From an optimization exercise on the open Yosys and OpenROAD flow, aimed at small area, a short achievable clock period and few clock cycles per item; shortcuts taken in it are not production practice.
In this exercise RTL edits were held to simulation tests only and were not proved equivalent to the original.

==> run F <==
==> flow/design.v <==
module le_seq_div (
    input  wire               clk,
    input  wire               start,
    input  wire [47:0]        num_mag,    
    input  wire               num_neg,    
    input  wire [26:0]        den,        
    input  wire               floor_md,   
    output reg                busy,
    output wire signed [48:0] quo
);
    reg [47:0] q;
    reg [27:0] rem;
    reg [26:0] d;
    reg        neg, fl;
    reg [5:0]  cnt;
    wire [28:0] trial = {rem, q[47]} - {2'b00, d};
    wire        ge    = ~trial[28];
    wire        inexact = (rem != 28'd0);
    wire [48:0] q_mag   = {1'b0, q} + {48'd0, (neg && fl && inexact)};
    assign quo = neg ? -$signed(q_mag) : $signed(q_mag);
    always @(posedge clk) begin
        if (start) begin
            q    <= num_mag;
            rem  <= 28'd0;
            d    <= den;
            neg  <= num_neg;
            fl   <= floor_md;
            cnt  <= 6'd0;
            busy <= 1'b1;
        end else if (busy) begin
            rem <= ge ? trial[27:0] : {rem[26:0], q[47]};
            q   <= {q[46:0], ge};
            cnt <= cnt + 6'd1;
            if (cnt == 6'd47)
                busy <= 1'b0;
        end
    end
endmodule
module le_port_update (
    input  wire               clk,
    input  wire               rst,           
    input  wire               in_valid,
    output wire               in_ready,
    input  wire               in_first,      
    input  wire [3:0]         in_nact,       
    input  wire [5:0]         in_cnt,        
    input  wire [8*22-1:0]    in_sum,        
    input  wire [8*16-1:0]    in_max,        
    input  wire [8*16-1:0]    in_min,        
    input  wire [8*25-1:0]    in_s,          
    input  wire [24:0]        in_y,          
    input  wire [15:0]        in_ks,         
    input  wire [15:0]        in_share_max,  
    input  wire [19:0]        in_shunt,      
    input  wire [15:0]        in_ilim,       
    output reg                out_valid,
    output reg  [8*25-1:0]    out_s,         
    output reg  [8*10-1:0]    out_code,      
    output reg  [7:0]         out_skip,      
    output reg  [9:0]         out_limit      
);
    localparam [2:0] S_IDLE = 3'd0, S_AVG = 3'd1, S_BAR = 3'd2, S_YN = 3'd3,
                     S_LIM  = 3'd4, S_PORT = 3'd5, S_DONE = 3'd6;
    localparam [26:0] TEN8 = 27'd100000000;
    reg [2:0] state;
    reg       waiting;           
    reg [2:0] ph;
    reg        r_first;
    reg [3:0]  r_nact;
    reg [5:0]  r_cnt;
    reg [8*22-1:0] r_sum;
    reg [8*16-1:0] r_max, r_min;
    reg [8*25-1:0] r_s;
    reg [24:0] r_y;
    reg [15:0] r_ks, r_smax, r_ilim;
    reg [19:0] r_shunt;
    reg signed [24:0] iavg [0:7];
    reg signed [27:0] isum;
    reg signed [24:0] ibar;
    reg signed [24:0] yn;
    reg        [9:0]  limit;
    reg         d_start;
    reg  [47:0] d_num;
    reg         d_neg;
    reg  [26:0] d_den;
    reg         d_floor;
    wire        d_busy;
    wire signed [48:0] d_quo;
    le_seq_div u_div (
        .clk(clk), .start(d_start), .num_mag(d_num), .num_neg(d_neg),
        .den(d_den), .floor_md(d_floor), .busy(d_busy), .quo(d_quo)
    );
    assign in_ready = (state == S_IDLE);
    wire signed [21:0] f_sum = r_sum[ph*22 +: 22];
    wire signed [15:0] f_max = r_max[ph*16 +: 16];
    wire signed [15:0] f_min = r_min[ph*16 +: 16];
    wire signed [24:0] f_s   = r_first ? 25'sd0 : r_s[ph*25 +: 25];
    wire signed [29:0] avg_num = {f_sum, 8'd0};
    wire        [29:0] avg_mag = avg_num[29] ? -avg_num : avg_num;
    wire signed [25:0] d_share = ibar - iavg[ph];
    wire signed [42:0] ks_prod = $signed({1'b0, r_ks}) * d_share;
    wire signed [26:0] s_sum   = f_s + (ks_prod >>> 16);
    wire signed [26:0] s_lim   = $signed({3'd0, r_smax, 8'd0});
    wire signed [24:0] s_new   = (s_sum > s_lim) ? s_lim[24:0] :
                                 (s_sum < -s_lim) ? -s_lim[24:0] : s_sum[24:0];
    wire signed [24:0] ripple  = $signed({1'b0, ($signed({f_max[15], f_max}) - $signed({f_min[15], f_min})), 7'd0});
    wire signed [26:0] ipk     = yn + s_new + ripple;
    wire signed [47:0] pk_prod = ipk * $signed({1'b0, r_shunt, 1'b0});
    wire        [47:0] pk_mag  = pk_prod[47] ? -pk_prod : pk_prod;
    wire [45:0] lim_num = r_ilim * r_shunt * 10'd512;
    wire signed [48:0] lim_s   = $signed({39'd0, limit});
    wire               c_hi    = d_quo > lim_s;
    wire               c_lo    = d_quo < -lim_s;
    wire signed [9:0]  c_cl    = c_hi ? limit : c_lo ? -limit : d_quo[9:0];
    integer k;
    always @(posedge clk) begin
        d_start <= 1'b0;
        if (rst) begin
            state     <= S_IDLE;
            waiting   <= 1'b0;
            out_valid <= 1'b0;
            out_s     <= {8*25{1'b0}};
            out_code  <= {8*10{1'b0}};
            out_skip  <= 8'd0;
            out_limit <= 10'd0;
        end else begin
            out_valid <= 1'b0;
            case (state)
                S_IDLE: begin
                    if (in_valid) begin
                        r_first <= in_first;
                        r_nact  <= in_nact;
                        r_cnt   <= in_cnt;
                        r_sum   <= in_sum;
                        r_max   <= in_max;
                        r_min   <= in_min;
                        r_s     <= in_s;
                        r_y     <= in_y;
                        r_ks    <= in_ks;
                        r_smax  <= in_share_max;
                        r_shunt <= in_shunt;
                        r_ilim  <= in_ilim;
                        ph      <= 3'd0;
                        isum    <= 28'sd0;
                        waiting <= 1'b0;
                        state   <= S_AVG;
                    end
                end
                S_AVG: begin
                    if (!waiting) begin
                        d_start <= 1'b1;
                        d_num   <= {18'd0, avg_mag};
                        d_neg   <= avg_num[29];
                        d_den   <= {21'd0, r_cnt};
                        d_floor <= 1'b1;
                        waiting <= 1'b1;
                    end else if (!d_start && !d_busy) begin
                        iavg[ph] <= d_quo[24:0];
                        isum     <= isum + $signed(d_quo[24:0]);
                        waiting  <= 1'b0;
                        if ({1'b0, ph} == r_nact - 4'd1)
                            state <= S_BAR;
                        else
                            ph <= ph + 3'd1;
                    end
                end
                S_BAR: begin
                    if (!waiting) begin
                        d_start <= 1'b1;
                        d_num   <= {20'd0, (isum[27] ? -isum : isum)};
                        d_neg   <= isum[27];
                        d_den   <= {23'd0, r_nact};
                        d_floor <= 1'b1;
                        waiting <= 1'b1;
                    end else if (!d_start && !d_busy) begin
                        ibar    <= d_quo[24:0];
                        waiting <= 1'b0;
                        state   <= S_YN;
                    end
                end
                S_YN: begin
                    if (!waiting) begin
                        d_start <= 1'b1;
                        d_num   <= {23'd0, (r_y[24] ? -r_y : r_y)};
                        d_neg   <= r_y[24];
                        d_den   <= {23'd0, r_nact};
                        d_floor <= 1'b1;
                        waiting <= 1'b1;
                    end else if (!d_start && !d_busy) begin
                        yn      <= d_quo[24:0];
                        waiting <= 1'b0;
                        state   <= S_LIM;
                    end
                end
                S_LIM: begin
                    if (!waiting) begin
                        d_start <= 1'b1;
                        d_num   <= {2'd0, lim_num};
                        d_neg   <= 1'b0;
                        d_den   <= TEN8;
                        d_floor <= 1'b1;
                        waiting <= 1'b1;
                    end else if (!d_start && !d_busy) begin
                        limit   <= d_quo[9:0];
                        waiting <= 1'b0;
                        ph      <= 3'd0;
                        out_s    <= r_first ? {8*25{1'b0}} : r_s;
                        out_code <= {8*10{1'b0}};
                        out_skip <= 8'd0;
                        state   <= S_PORT;
                    end
                end
                S_PORT: begin
                    if (!waiting) begin
                        d_start <= 1'b1;
                        d_num   <= pk_mag;
                        d_neg   <= pk_prod[47];
                        d_den   <= TEN8;
                        d_floor <= 1'b0;
                        waiting <= 1'b1;
                    end else if (!d_start && !d_busy) begin
                        out_s[ph*25 +: 25]    <= s_new;
                        out_code[ph*10 +: 10] <= c_cl;
                        out_skip[ph]          <= c_lo;
                        waiting <= 1'b0;
                        if ({1'b0, ph} == r_nact - 4'd1)
                            state <= S_DONE;
                        else
                            ph <= ph + 3'd1;
                    end
                end
                default: begin  
                    out_limit <= limit;
                    out_valid <= 1'b1;
                    state     <= S_IDLE;
                end
            endcase
        end
    end
endmodule
==> flow/run.sh <==
#!/bin/bash
# synth_recipe.tcl (not shown) runs the flow's synth.tcl, then flattens the netlist and writes it again
# the make line also repeats each setting of config.mk as NAME=value (left out here)
make -C /OpenROAD-flow-scripts/flow DESIGN_CONFIG=/design/flow/config.mk WORK_HOME=/design/flow/orfs CLKGATE_MAP_FILE= SYNTH_SCRIPT=/design/flow/synth_recipe.tcl finish
==> flow/config.mk <==
export PLATFORM = sky130hd
export DESIGN_NAME = le_port_update
export DESIGN_NICKNAME = le_port_update
export VERILOG_FILES = /design/flow/design.v
export SDC_FILE = /design/flow/constraint.sdc
export NUM_CORES = 4
export LEC_CHECK = 0
export CAP_MARGIN = 20
export CORE_MARGIN = 2
export CORE_UTILIZATION = 40
export SLEW_MARGIN = 20
==> flow/constraint.sdc <==
create_clock -name core_clock -period 27.0 [get_ports {clk}]
set_input_delay 5.4000 -clock core_clock [delete_from_list [all_inputs] [get_ports {clk}]]
set_output_delay 5.4000 -clock core_clock [all_outputs]
set_load 0.01 [all_outputs]
==> run B (differences from run F) <==
==> flow/design.v, changed modules only <==
module le_seq_div (
    input  wire               clk,
    input  wire               start,
    input  wire [47:0]        num_mag,    
    input  wire               num_neg,    
    input  wire [26:0]        den,        
    input  wire               floor_md,   
    output reg                busy,
    output wire signed [48:0] quo
);
    reg [47:0] q;
    reg [27:0] rem;
    reg [26:0] d;
    reg        neg, fl;
    reg [5:0]  cnt;
    wire [28:0] trial = {rem, q[47]} - {2'b00, d};
    wire        ge    = ~trial[28];
    wire [27:0] rem1  = ge ? trial[27:0] : {rem[26:0], q[47]};
    wire [47:0] q1    = {q[46:0], ge};
    wire [28:0] trial2 = {rem1, q1[47]} - {2'b00, d};
    wire        ge2    = ~trial2[28];
    wire        inexact = (rem != 28'd0);
    wire [48:0] q_mag   = {1'b0, q} + {48'd0, (neg && fl && inexact)};
    assign quo = neg ? -$signed(q_mag) : $signed(q_mag);
    always @(posedge clk) begin
        if (start) begin
            q    <= num_mag;
            rem  <= 28'd0;
            d    <= den;
            neg  <= num_neg;
            fl   <= floor_md;
            cnt  <= 6'd0;
            busy <= 1'b1;
        end else if (busy) begin
            rem <= ge2 ? trial2[27:0] : {rem1[26:0], q1[47]};
            q   <= {q1[46:0], ge2};
            cnt <= cnt + 6'd2;
            if (cnt == 6'd46)
                busy <= 1'b0;
        end
    end
endmodule
==> results by group <==
Run status
  – Status: finished clean

Clock network
  – Clock transition at path regs: 60 ps
  – TritonCTS buffer count: 171

Cells and area
  – Multi-input gate area in the final layout: 67900 µm²

Logic synthesis
  – Mux share of post-synthesis cell area: 2.31%

Detailed routing
  – Via-per-instance ratio: 5.74
That was run F.
==> results by group <==
Clock network
  – Hold_buf cts: 0
  – Clock transition at path regs: 70 ps
  – TritonCTS buffer count: 176

Cells and area
  – Multi-input gate area in the final layout: 69700 µm²

Logic synthesis
  – Synth Instances: 11540

Run status
  – Status: finished clean

Detailed routing
  – Via-per-instance ratio: 5.76
That was run B.
Testbench counts of run F, summed over its fixed seeds: cycles 976,594, items 1,600.
Testbench counts of run B, summed over its fixed seeds: cycles 518,530, items 1,600.

==> separate check: timing with driven ports <==
In the flow no input, the clock included, has a driving cell. The finished layouts below were timed again as built, in two steps. Step 1 sets driving cells, clkbuf_16 on the clock port and buf_2 on the other inputs (assumed; they add their load-dependent delay and slew). Step 2 moves the port delays by t, midway between the first and last clock arrival at a register: inputs arrive t later, outputs are due t later. That takes back most of the time a late clock gives input paths. a / b / c = ideal ports / drivers / drivers and shift; a / b = the first two.
| run | t (ns) | setup WS [ns] | worst hold slack (ns) | latest minus earliest clock arrival (ns) |
|---|---|---|---|---|
| run F | 0.942 | 1.194 / 1.194 / 1.194 | 0.418 / 0.418 / 0.418 | 0.068 / 0.069 |
| run B | 0.967 | 1.277 / 1.277 / 1.277 | 0.417 / 0.417 / 0.417 | 0.101 / 0.100 |
After both steps setup and hold are still met in every run listed.
